This is an optimization exercise on Yosys and OpenROAD, whose aim is small area, a short achievable clock period and few clock cycles per item, not a production implementation.
The RTL was checked by simulation tests, not by an equivalence proof against the original design.

[design/flow/config.mk]
export PLATFORM = sky130hd
export DESIGN_NAME = air_cmac
export DESIGN_NICKNAME = air_cmac
export VERILOG_FILES = /design/flow/design.v
export SDC_FILE = /design/flow/constraint.sdc
export NUM_CORES = 4
export LEC_CHECK = 0
export CAP_MARGIN = 20
export CORE_MARGIN = 2
export CORE_UTILIZATION = 25
export PLACE_DENSITY = 0.45
export SLEW_MARGIN = 20
[design/flow/constraint.sdc]
create_clock -name core_clock -period 10.0 [get_ports {clk}]
set_input_delay 2.0000 -clock core_clock [delete_from_list [all_inputs] [get_ports {clk}]]
set_output_delay 2.0000 -clock core_clock [all_outputs]
set_load 0.01 [all_outputs]
[design/flow/design.v]
module aes_sbox (
    input  wire [7:0] a,
    output reg  [7:0] y
);
    always @(*) begin
        case (a)
            8'h00: y = 8'h63;
            8'h01: y = 8'h7c;
            8'h02: y = 8'h77;
            8'h03: y = 8'h7b;
            8'h04: y = 8'hf2;
            8'h05: y = 8'h6b;
            8'h06: y = 8'h6f;
            8'h07: y = 8'hc5;
            8'h08: y = 8'h30;
            8'h09: y = 8'h01;
            8'h0a: y = 8'h67;
            8'h0b: y = 8'h2b;
            8'h0c: y = 8'hfe;
            8'h0d: y = 8'hd7;
            8'h0e: y = 8'hab;
            8'h0f: y = 8'h76;
            8'h10: y = 8'hca;
            8'h11: y = 8'h82;
            8'h12: y = 8'hc9;
            8'h13: y = 8'h7d;
            8'h14: y = 8'hfa;
            8'h15: y = 8'h59;
            8'h16: y = 8'h47;
            8'h17: y = 8'hf0;
            8'h18: y = 8'had;
            8'h19: y = 8'hd4;
            8'h1a: y = 8'ha2;
            8'h1b: y = 8'haf;
            8'h1c: y = 8'h9c;
            8'h1d: y = 8'ha4;
            8'h1e: y = 8'h72;
            8'h1f: y = 8'hc0;
            8'h20: y = 8'hb7;
            8'h21: y = 8'hfd;
            8'h22: y = 8'h93;
            8'h23: y = 8'h26;
            8'h24: y = 8'h36;
            8'h25: y = 8'h3f;
            8'h26: y = 8'hf7;
            8'h27: y = 8'hcc;
            8'h28: y = 8'h34;
            8'h29: y = 8'ha5;
            8'h2a: y = 8'he5;
            8'h2b: y = 8'hf1;
            8'h2c: y = 8'h71;
            8'h2d: y = 8'hd8;
            8'h2e: y = 8'h31;
            8'h2f: y = 8'h15;
            8'h30: y = 8'h04;
            8'h31: y = 8'hc7;
            8'h32: y = 8'h23;
            8'h33: y = 8'hc3;
            8'h34: y = 8'h18;
            8'h35: y = 8'h96;
            8'h36: y = 8'h05;
            8'h37: y = 8'h9a;
            8'h38: y = 8'h07;
            8'h39: y = 8'h12;
            8'h3a: y = 8'h80;
            8'h3b: y = 8'he2;
            8'h3c: y = 8'heb;
            8'h3d: y = 8'h27;
            8'h3e: y = 8'hb2;
            8'h3f: y = 8'h75;
            8'h40: y = 8'h09;
            8'h41: y = 8'h83;
            8'h42: y = 8'h2c;
            8'h43: y = 8'h1a;
            8'h44: y = 8'h1b;
            8'h45: y = 8'h6e;
            8'h46: y = 8'h5a;
            8'h47: y = 8'ha0;
            8'h48: y = 8'h52;
            8'h49: y = 8'h3b;
            8'h4a: y = 8'hd6;
            8'h4b: y = 8'hb3;
            8'h4c: y = 8'h29;
            8'h4d: y = 8'he3;
            8'h4e: y = 8'h2f;
            8'h4f: y = 8'h84;
            8'h50: y = 8'h53;
            8'h51: y = 8'hd1;
            8'h52: y = 8'h00;
            8'h53: y = 8'hed;
            8'h54: y = 8'h20;
            8'h55: y = 8'hfc;
            8'h56: y = 8'hb1;
            8'h57: y = 8'h5b;
            8'h58: y = 8'h6a;
            8'h59: y = 8'hcb;
            8'h5a: y = 8'hbe;
            8'h5b: y = 8'h39;
            8'h5c: y = 8'h4a;
            8'h5d: y = 8'h4c;
            8'h5e: y = 8'h58;
            8'h5f: y = 8'hcf;
            8'h60: y = 8'hd0;
            8'h61: y = 8'hef;
            8'h62: y = 8'haa;
            8'h63: y = 8'hfb;
            8'h64: y = 8'h43;
            8'h65: y = 8'h4d;
            8'h66: y = 8'h33;
            8'h67: y = 8'h85;
            8'h68: y = 8'h45;
            8'h69: y = 8'hf9;
            8'h6a: y = 8'h02;
            8'h6b: y = 8'h7f;
            8'h6c: y = 8'h50;
            8'h6d: y = 8'h3c;
            8'h6e: y = 8'h9f;
            8'h6f: y = 8'ha8;
            8'h70: y = 8'h51;
            8'h71: y = 8'ha3;
            8'h72: y = 8'h40;
            8'h73: y = 8'h8f;
            8'h74: y = 8'h92;
            8'h75: y = 8'h9d;
            8'h76: y = 8'h38;
            8'h77: y = 8'hf5;
            8'h78: y = 8'hbc;
            8'h79: y = 8'hb6;
            8'h7a: y = 8'hda;
            8'h7b: y = 8'h21;
            8'h7c: y = 8'h10;
            8'h7d: y = 8'hff;
            8'h7e: y = 8'hf3;
            8'h7f: y = 8'hd2;
            8'h80: y = 8'hcd;
            8'h81: y = 8'h0c;
            8'h82: y = 8'h13;
            8'h83: y = 8'hec;
            8'h84: y = 8'h5f;
            8'h85: y = 8'h97;
            8'h86: y = 8'h44;
            8'h87: y = 8'h17;
            8'h88: y = 8'hc4;
            8'h89: y = 8'ha7;
            8'h8a: y = 8'h7e;
            8'h8b: y = 8'h3d;
            8'h8c: y = 8'h64;
            8'h8d: y = 8'h5d;
            8'h8e: y = 8'h19;
            8'h8f: y = 8'h73;
            8'h90: y = 8'h60;
            8'h91: y = 8'h81;
            8'h92: y = 8'h4f;
            8'h93: y = 8'hdc;
            8'h94: y = 8'h22;
            8'h95: y = 8'h2a;
            8'h96: y = 8'h90;
            8'h97: y = 8'h88;
            8'h98: y = 8'h46;
            8'h99: y = 8'hee;
            8'h9a: y = 8'hb8;
            8'h9b: y = 8'h14;
            8'h9c: y = 8'hde;
            8'h9d: y = 8'h5e;
            8'h9e: y = 8'h0b;
            8'h9f: y = 8'hdb;
            8'ha0: y = 8'he0;
            8'ha1: y = 8'h32;
            8'ha2: y = 8'h3a;
            8'ha3: y = 8'h0a;
            8'ha4: y = 8'h49;
            8'ha5: y = 8'h06;
            8'ha6: y = 8'h24;
            8'ha7: y = 8'h5c;
            8'ha8: y = 8'hc2;
            8'ha9: y = 8'hd3;
            8'haa: y = 8'hac;
            8'hab: y = 8'h62;
            8'hac: y = 8'h91;
            8'had: y = 8'h95;
            8'hae: y = 8'he4;
            8'haf: y = 8'h79;
            8'hb0: y = 8'he7;
            8'hb1: y = 8'hc8;
            8'hb2: y = 8'h37;
            8'hb3: y = 8'h6d;
            8'hb4: y = 8'h8d;
            8'hb5: y = 8'hd5;
            8'hb6: y = 8'h4e;
            8'hb7: y = 8'ha9;
            8'hb8: y = 8'h6c;
            8'hb9: y = 8'h56;
            8'hba: y = 8'hf4;
            8'hbb: y = 8'hea;
            8'hbc: y = 8'h65;
            8'hbd: y = 8'h7a;
            8'hbe: y = 8'hae;
            8'hbf: y = 8'h08;
            8'hc0: y = 8'hba;
            8'hc1: y = 8'h78;
            8'hc2: y = 8'h25;
            8'hc3: y = 8'h2e;
            8'hc4: y = 8'h1c;
            8'hc5: y = 8'ha6;
            8'hc6: y = 8'hb4;
            8'hc7: y = 8'hc6;
            8'hc8: y = 8'he8;
            8'hc9: y = 8'hdd;
            8'hca: y = 8'h74;
            8'hcb: y = 8'h1f;
            8'hcc: y = 8'h4b;
            8'hcd: y = 8'hbd;
            8'hce: y = 8'h8b;
            8'hcf: y = 8'h8a;
            8'hd0: y = 8'h70;
            8'hd1: y = 8'h3e;
            8'hd2: y = 8'hb5;
            8'hd3: y = 8'h66;
            8'hd4: y = 8'h48;
            8'hd5: y = 8'h03;
            8'hd6: y = 8'hf6;
            8'hd7: y = 8'h0e;
            8'hd8: y = 8'h61;
            8'hd9: y = 8'h35;
            8'hda: y = 8'h57;
            8'hdb: y = 8'hb9;
            8'hdc: y = 8'h86;
            8'hdd: y = 8'hc1;
            8'hde: y = 8'h1d;
            8'hdf: y = 8'h9e;
            8'he0: y = 8'he1;
            8'he1: y = 8'hf8;
            8'he2: y = 8'h98;
            8'he3: y = 8'h11;
            8'he4: y = 8'h69;
            8'he5: y = 8'hd9;
            8'he6: y = 8'h8e;
            8'he7: y = 8'h94;
            8'he8: y = 8'h9b;
            8'he9: y = 8'h1e;
            8'hea: y = 8'h87;
            8'heb: y = 8'he9;
            8'hec: y = 8'hce;
            8'hed: y = 8'h55;
            8'hee: y = 8'h28;
            8'hef: y = 8'hdf;
            8'hf0: y = 8'h8c;
            8'hf1: y = 8'ha1;
            8'hf2: y = 8'h89;
            8'hf3: y = 8'h0d;
            8'hf4: y = 8'hbf;
            8'hf5: y = 8'he6;
            8'hf6: y = 8'h42;
            8'hf7: y = 8'h68;
            8'hf8: y = 8'h41;
            8'hf9: y = 8'h99;
            8'hfa: y = 8'h2d;
            8'hfb: y = 8'h0f;
            8'hfc: y = 8'hb0;
            8'hfd: y = 8'h54;
            8'hfe: y = 8'hbb;
            8'hff: y = 8'h16;
            default: y = 8'h00;
        endcase
    end
endmodule
module aes_key_step (
    input  wire [127:0] rk,
    input  wire [7:0]   rcon,
    output wire [127:0] next
);
    wire [31:0] w0 = rk[127:96];
    wire [31:0] w1 = rk[95:64];
    wire [31:0] w2 = rk[63:32];
    wire [31:0] w3 = rk[31:0];
    wire [31:0] sw;
    aes_sbox u_s0 (.a(w3[23:16]), .y(sw[31:24]));
    aes_sbox u_s1 (.a(w3[15:8]),  .y(sw[23:16]));
    aes_sbox u_s2 (.a(w3[7:0]),   .y(sw[15:8]));
    aes_sbox u_s3 (.a(w3[31:24]), .y(sw[7:0]));
    wire [31:0] n0 = w0 ^ sw ^ {rcon, 24'h0};
    wire [31:0] n1 = w1 ^ n0;
    wire [31:0] n2 = w2 ^ n1;
    wire [31:0] n3 = w3 ^ n2;
    assign next = {n0, n1, n2, n3};
endmodule
module aes_round (
    input  wire [127:0] state,
    input  wire [127:0] rk,
    input  wire         final_round,
    output wire [127:0] out
);
    function automatic [7:0] xt(input [7:0] b);
        xt = {b[6:0], 1'b0} ^ (b[7] ? 8'h1b : 8'h00);
    endfunction
    wire [127:0] sb;
    genvar i;
    generate
        for (i = 0; i < 16; i = i + 1) begin : g_sub
            aes_sbox u_sbox (.a(state[127-8*i -: 8]), .y(sb[127-8*i -: 8]));
        end
    endgenerate
    wire [127:0] sr;
    genvar c, r;
    generate
        for (c = 0; c < 4; c = c + 1) begin : g_col
            for (r = 0; r < 4; r = r + 1) begin : g_row
                assign sr[127-8*(4*c+r) -: 8] = sb[127-8*(4*((c+r)%4)+r) -: 8];
            end
        end
    endgenerate
    wire [127:0] mc;
    generate
        for (c = 0; c < 4; c = c + 1) begin : g_mix
            wire [7:0] a0 = sr[127-32*c -: 8];
            wire [7:0] a1 = sr[119-32*c -: 8];
            wire [7:0] a2 = sr[111-32*c -: 8];
            wire [7:0] a3 = sr[103-32*c -: 8];
            assign mc[127-32*c -: 8] = xt(a0) ^ xt(a1) ^ a1 ^ a2 ^ a3;
            assign mc[119-32*c -: 8] = a0 ^ xt(a1) ^ xt(a2) ^ a2 ^ a3;
            assign mc[111-32*c -: 8] = a0 ^ a1 ^ xt(a2) ^ xt(a3) ^ a3;
            assign mc[103-32*c -: 8] = xt(a0) ^ a0 ^ a1 ^ a2 ^ xt(a3);
        end
    endgenerate
    assign out = (final_round ? sr : mc) ^ rk;
endmodule
module air_cmac (
    input  wire         clk,
    input  wire         rst,
    input  wire         in_valid,
    output wire         in_ready,
    input  wire         in_first,
    input  wire         in_last,
    input  wire [4:0]   in_nbytes,
    input  wire [127:0] in_key,
    input  wire [127:0] in_data,
    output reg          out_valid,
    input  wire         out_ready,
    output reg  [63:0]  out_tag
);
    localparam [1:0] S_WAIT   = 2'd0,    
                     S_SUBKEY = 2'd1,    
                     S_START  = 2'd2,    
                     S_BLOCK  = 2'd3;    
    reg [1:0]   st;
    reg [3:0]   round;
    reg [127:0] key_r;     
    reg [127:0] l_r;       
    reg [127:0] x_r;       
    reg [127:0] blk;       
    reg         last_r;
    reg [4:0]   nb_r;
    reg [127:0] state;     
    reg [127:0] rk;        
    function automatic [127:0] dbl(input [127:0] v);
        dbl = {v[126:0], 1'b0} ^ (v[127] ? 128'h87 : 128'h0);
    endfunction
    wire [127:0] k1 = dbl(l_r);
    wire [127:0] k2 = dbl(k1);
    reg  [127:0] padded;
    integer b;
    always @(*) begin
        for (b = 0; b < 16; b = b + 1) begin
            if (b < nb_r)
                padded[127-8*b -: 8] = blk[127-8*b -: 8];
            else if (b == nb_r)
                padded[127-8*b -: 8] = 8'h80;
            else
                padded[127-8*b -: 8] = 8'h00;
        end
    end
    wire [127:0] m_in = !last_r        ? blk :
                        (nb_r >= 5'd16) ? (blk ^ k1) : (padded ^ k2);
    reg [7:0] rcon;
    always @(*) begin
        case (round)
            4'd1:    rcon = 8'h01;
            4'd2:    rcon = 8'h02;
            4'd3:    rcon = 8'h04;
            4'd4:    rcon = 8'h08;
            4'd5:    rcon = 8'h10;
            4'd6:    rcon = 8'h20;
            4'd7:    rcon = 8'h40;
            4'd8:    rcon = 8'h80;
            4'd9:    rcon = 8'h1b;
            4'd10:   rcon = 8'h36;
            default: rcon = 8'h00;
        endcase
    end
    wire [127:0] rk_next;
    wire [127:0] round_out;
    aes_key_step u_key (.rk(rk), .rcon(rcon), .next(rk_next));
    aes_round    u_rnd (.state(state), .rk(rk_next), .final_round(round == 4'd10),
                        .out(round_out));
    assign in_ready = (st == S_WAIT) && !out_valid;
    always @(posedge clk) begin
        if (rst) begin
            st        <= S_WAIT;
            out_valid <= 1'b0;
        end else begin
            if (out_valid && out_ready)
                out_valid <= 1'b0;
            case (st)
                S_WAIT: begin
                    if (in_valid && in_ready) begin
                        blk    <= in_data;
                        last_r <= in_last;
                        nb_r   <= in_nbytes;
                        if (in_first) begin
                            key_r <= in_key;
                            x_r   <= 128'h0;
                            state <= in_key;           
                            rk    <= in_key;
                            round <= 4'd1;
                            st    <= S_SUBKEY;
                        end else begin
                            st    <= S_START;
                        end
                    end
                end
                S_SUBKEY: begin
                    state <= round_out;
                    rk    <= rk_next;
                    round <= round + 4'd1;
                    if (round == 4'd10) begin
                        l_r <= round_out;
                        st  <= S_START;
                    end
                end
                S_START: begin
                    state <= x_r ^ m_in ^ key_r;
                    rk    <= key_r;
                    round <= 4'd1;
                    st    <= S_BLOCK;
                end
                S_BLOCK: begin
                    state <= round_out;
                    rk    <= rk_next;
                    round <= round + 4'd1;
                    if (round == 4'd10) begin
                        x_r <= round_out;
                        st  <= S_WAIT;
                        if (last_r) begin
                            out_tag   <= round_out[127:64];
                            out_valid <= 1'b1;
                        end
                    end
                end
            endcase
        end
    end
endmodule
[design/flow/run.sh]
#!/bin/bash
# synth_recipe.tcl (not shown) runs the flow's synth.tcl, then flattens the netlist and writes it again
# the make line also repeats each setting of config.mk as NAME=value (left out here)
make -C /OpenROAD-flow-scripts/flow DESIGN_CONFIG=/design/flow/config.mk WORK_HOME=/design/flow/orfs CLKGATE_MAP_FILE= SYNTH_SCRIPT=/design/flow/synth_recipe.tcl finish
==> flow_metrics.env <==
export IMPL_io_pins=333
export IMPL_gp_congestion=1.014
export IMPL_vias_per_cell=6.594
export IMPL_fin_tns_setup_ns=0
export IMPL_yosysWarningCount=3
export IMPL_cts_tree="built"
export IMPL_synth_edf_count=842
export IMPL_finalCritPeriodShare_pct=76.19
export IMPL_r2r_start="st[0]"
export IMPL_cts_root_buffer="clkbuf_16"
export IMPL_multiInputGateArea_um2=83430
export IMPL_fin_crit_ns=7.619
export IMPL_yosys_cell_types_count=133
export IMPL_syn_avg_cell_area_um2=7.465
export IMPL_cts_setup_buffers=0
export IMPL_endpoint_kind="flip-flop"
export IMPL_grt_overflow=0
export IMPL_synth_area_leaders="edfxtp_1 21%, a21oi_1 6.2%, o21ai_0 6.2%"
export IMPL_crit_path_start_kind="input port"
export IMPL_hold_viol=0
export IMPL_clock_sinks=1013
export IMPL_critPathMaxFanout=68
export IMPL_hp_start="key_r[61]"
export IMPL_met2WireLength_um=333700
export IMPL_fin_nets=15810
export IMPL_final_seq_area_um2=28710
export IMPL_vias=143600
export IMPL_max_freq_ghz=0.1312
export IMPL_placed_cells=21430
export IMPL_wl_met1_um=307300
export IMPL_met3_length_um=90520
export IMPL_ys_seq_elements=1013
export IMPL_syn_to_final_growth_pct=11.82
export IMPL_routedWlPerCell_um=36.35
export IMPL_arrival_ns=8.41
export IMPL_ys_top_cells_by_count="1726 x nand2_1, 1500 x nor2_1, 1481 x a21oi_1"
export IMPL_cts_hold_buf=0
export IMPL_synth_largest_area_cell="edfxtp_1"
export IMPL_relSlewSlack_pct=7.342
export IMPL_criticalPathCategory="input port to flip-flop"
export IMPL_die_h_um=694.5
export IMPL_cts_buffer_depth=4
export IMPL_grt_start_max_net_pins=100
export IMPL_antenna_found_initial=113
export IMPL_syn_num_nets=16440
export IMPL_drt_iter0_drc=25330
export IMPL_grt_pass1_wl_um=1084000
export IMPL_reg2regPathDepth=15
export IMPL_worstSkewPairLatency_ns=0.93
export IMPL_synth_top_area_share_pct=21.21
export IMPL_stdcell_count=21780
export IMPL_ant_nets=0
export IMPL_hp_class="flip-flop to flip-flop"
export IMPL_ys_seq_area_share_pct=24.08
export IMPL_syn_cell_area_um2=119200
export IMPL_track_usage_pct=30.98
export IMPL_utilization_pct=28.07
export IMPL_ctsResizeCount=0
export IMPL_cts_made_buffers=152
export IMPL_num_rows=253
export IMPL_synth_cells=15970
export IMPL_maxSlewViolCount=0
export IMPL_worst_pin_slew_ns=1.375
export IMPL_finClkSkew_ns=0.05437
export IMPL_initial_core_util_pct=25.10
export IMPL_setup_viol=0
export IMPL_drive_gt1_share_pct=7.642
export IMPL_fp_coreArea_um2=474800
export IMPL_rr_endpoint="u_rnd.g_mix[2].a1[5]"
export IMPL_die_w_um=694.5
export IMPL_cts_max_level=4
export IMPL_rsz0062_at_grt="no"
export IMPL_r2r_slack_ns=3.03
export IMPL_drv_cap=0
export IMPL_hpwlAfterDp_um=568200
export IMPL_topRoutingLayerUsed="met5"
export IMPL_routed_wl_um=791700
export IMPL_die_area_um2=482300
export IMPL_clk_pin_slew_ns=0.06
export IMPL_holdPathEnd="rk[61]"
export IMPL_holdPathStages=2
export IMPL_io_buffers=332
export IMPL_grt_pass1_vias=129700
export IMPL_final_fill_count=51830
export IMPL_drc=0
export IMPL_first_pass_iters=9
export IMPL_synth_main_ff_cell="edfxtp_1"
export IMPL_cp_required_ns=10.79
export IMPL_status="no timing/DRC/antenna violations"
export IMPL_yosysMostFrequentCell="nand2_1"
export IMPL_synth_async_sr_flop_share_pct=0
state kept, by name, summed over array words and instances, names as in the netlist:
| signal | cells |
|---|---|
| u_rnd.g_mix.a1 | 32 |
| u_key.rcon | 8 |
| last_r | 1 |
| out_tag | 64 |
| state | 128 |
| u_key.u_s3.y | 8 |
| nb_r | 5 |
| st | 2 |
| out_valid | 1 |
| u_rnd.g_mix.a2 | 32 |
| l_r | 128 |
| u_key.u_s0.y | 8 |
| key_r | 128 |
| blk | 128 |
| rk | 128 |
| u_rnd.g_mix.a0 | 32 |
| u_key.u_s2.y | 8 |
| x_r | 128 |
| u_rnd.g_mix.a3 | 32 |
| round | 4 |
| u_key.u_s1.y | 8 |
through the flow:
stage                     hold slack [ns]  setup slack [ns]  cell area [um2]
after floorplan                    0.5011            0.4425           119200
after global placement             0.5674             1.680           128200
after detailed placement           0.5737             1.761           128200
after CTS                          0.5817             2.742           133100
after global routing               0.6072             2.319           133200
final                              0.5832             2.381           133300
cells in the final DEF (no fill, tap or decap), drive strengths merged, types with 100 or more instances in the layout:
cell type,Yosys,final
a211oi,370,370
a21oi,1486,1486
a221oi,209,209
a22oi,109,109
a311oi,202,202
a31oi,423,423
and2,268,268
and3,113,113
buf,855,531
clkbuf,797,198
clkdlybuf4s50,0,332
dfxtp,171,171
edfxtp,842,842
ha,209,209
inv,196,208
mux2i,191,191
nand2,1731,1731
nand2b,163,163
nand3,535,535
nand4,117,117
nor2,1522,1522
nor3,547,547
nor4,100,100
o211ai,342,342
o21ai,1501,1501
o221ai,146,146
o22ai,180,180
o311ai,177,177
o31ai,121,121
xnor2,415,415
xnor3,142,142
xor2,238,238
worst max-delay path by stage:
stage          from              endpoint  slack (ns)
2_1_floorplan   rst  u_rnd.g_mix[0].a1[1]        0.44
3_3_place_gp    rst       u_key.u_s3.y[3]        1.68
3_5_place_dp    rst       u_key.u_s3.y[3]        1.76
4_1_cts         rst       u_key.u_s3.y[3]        2.74
5_1_grt         rst       u_key.u_s3.y[0]        2.32
6_report        rst       u_key.u_s3.y[0]        2.38
metal layers:
layer | vias to the layer above | global-route usage (%)
met5 | - | 0
met4 | 42 | 19.32
met3 | 2155 | 7.457
met2 | 11110 | 46.23
met1 | 70580 | 40.04
li1 | 59730 | -
layout make-up:
| class | instances | share of cell area (%) |
|---|---|---|
| clock buffers | 198 | 3.128 |
| flip-flops and latches | 1013 | 21.54 |
| clock inverters | 78 | 0.4985 |
| well taps | 6247 | 5.865 |
| diodes | 79 | 0.1483 |
| multi-input cells | 13100 | 62.59 |
| repair buffers | 863 | 5.644 |
| inverters | 203 | 0.5830 |
logic make-up after synthesis:
group / share of synthesized area [%]
AO/OA/AOI/OAI: 34.75
XOR/XNOR: 8.489
adder cells (fa/ha/maj): 2.194
buffers and inverters: 6.844
flip-flops: 24.08
multiplexers: 1.951
AND/OR/NAND/NOR: 21.69
critical path, cell delays in order:
cell	delay, ns
clkdlybuf4s50_1	0.75
and4bb_2	0.51
nor2_4	0.10
inv_8	0.36
buf_4	0.57
a32o_1	0.97
inv_1	0.66
ha_1	0.64
nor2_1	0.37
o221ai_1	0.18
a32oi_1	0.32
o311ai_0	0.18
o21ai_0	0.21
nor2_1	0.07
nor3_1	0.32
Testbench counts, summed over its fixed seeds: cycles 35,844, blocks 2,635.

## static timing again, ports no longer ideal
Ports are ideal in the flow. The routed layout listed here was re-timed in OpenROAD. Step 1 (the two cells are an assumption about what drives the block):
set clk [get_ports {clk}]
set_driving_cell -lib_cell sky130_fd_sc_hd__clkbuf_16 $clk
set_driving_cell -lib_cell sky130_fd_sc_hd__buf_2 [delete_from_list [all_inputs] $clk]
Step 2 times the ports against the registers' clock, not the clock port: input delays grow and output delays shrink by t, the midpoint of the rising clock arrivals with the driver on. Three values: ideal, step 1, step 2; two values: the first two.
shift t [ns]: 1.023
slack for setup (ns): 2.381 / 2.471 / 1.448
hold slack, ns: 0.583 / 0.583 / 0.583
latest minus earliest clock arrival (ns): 0.058 / 0.058
After both steps this run still meets setup and hold. For this run, drivers alone change the setup slack by +0.090 ns; drivers and shift together by -0.933 ns.
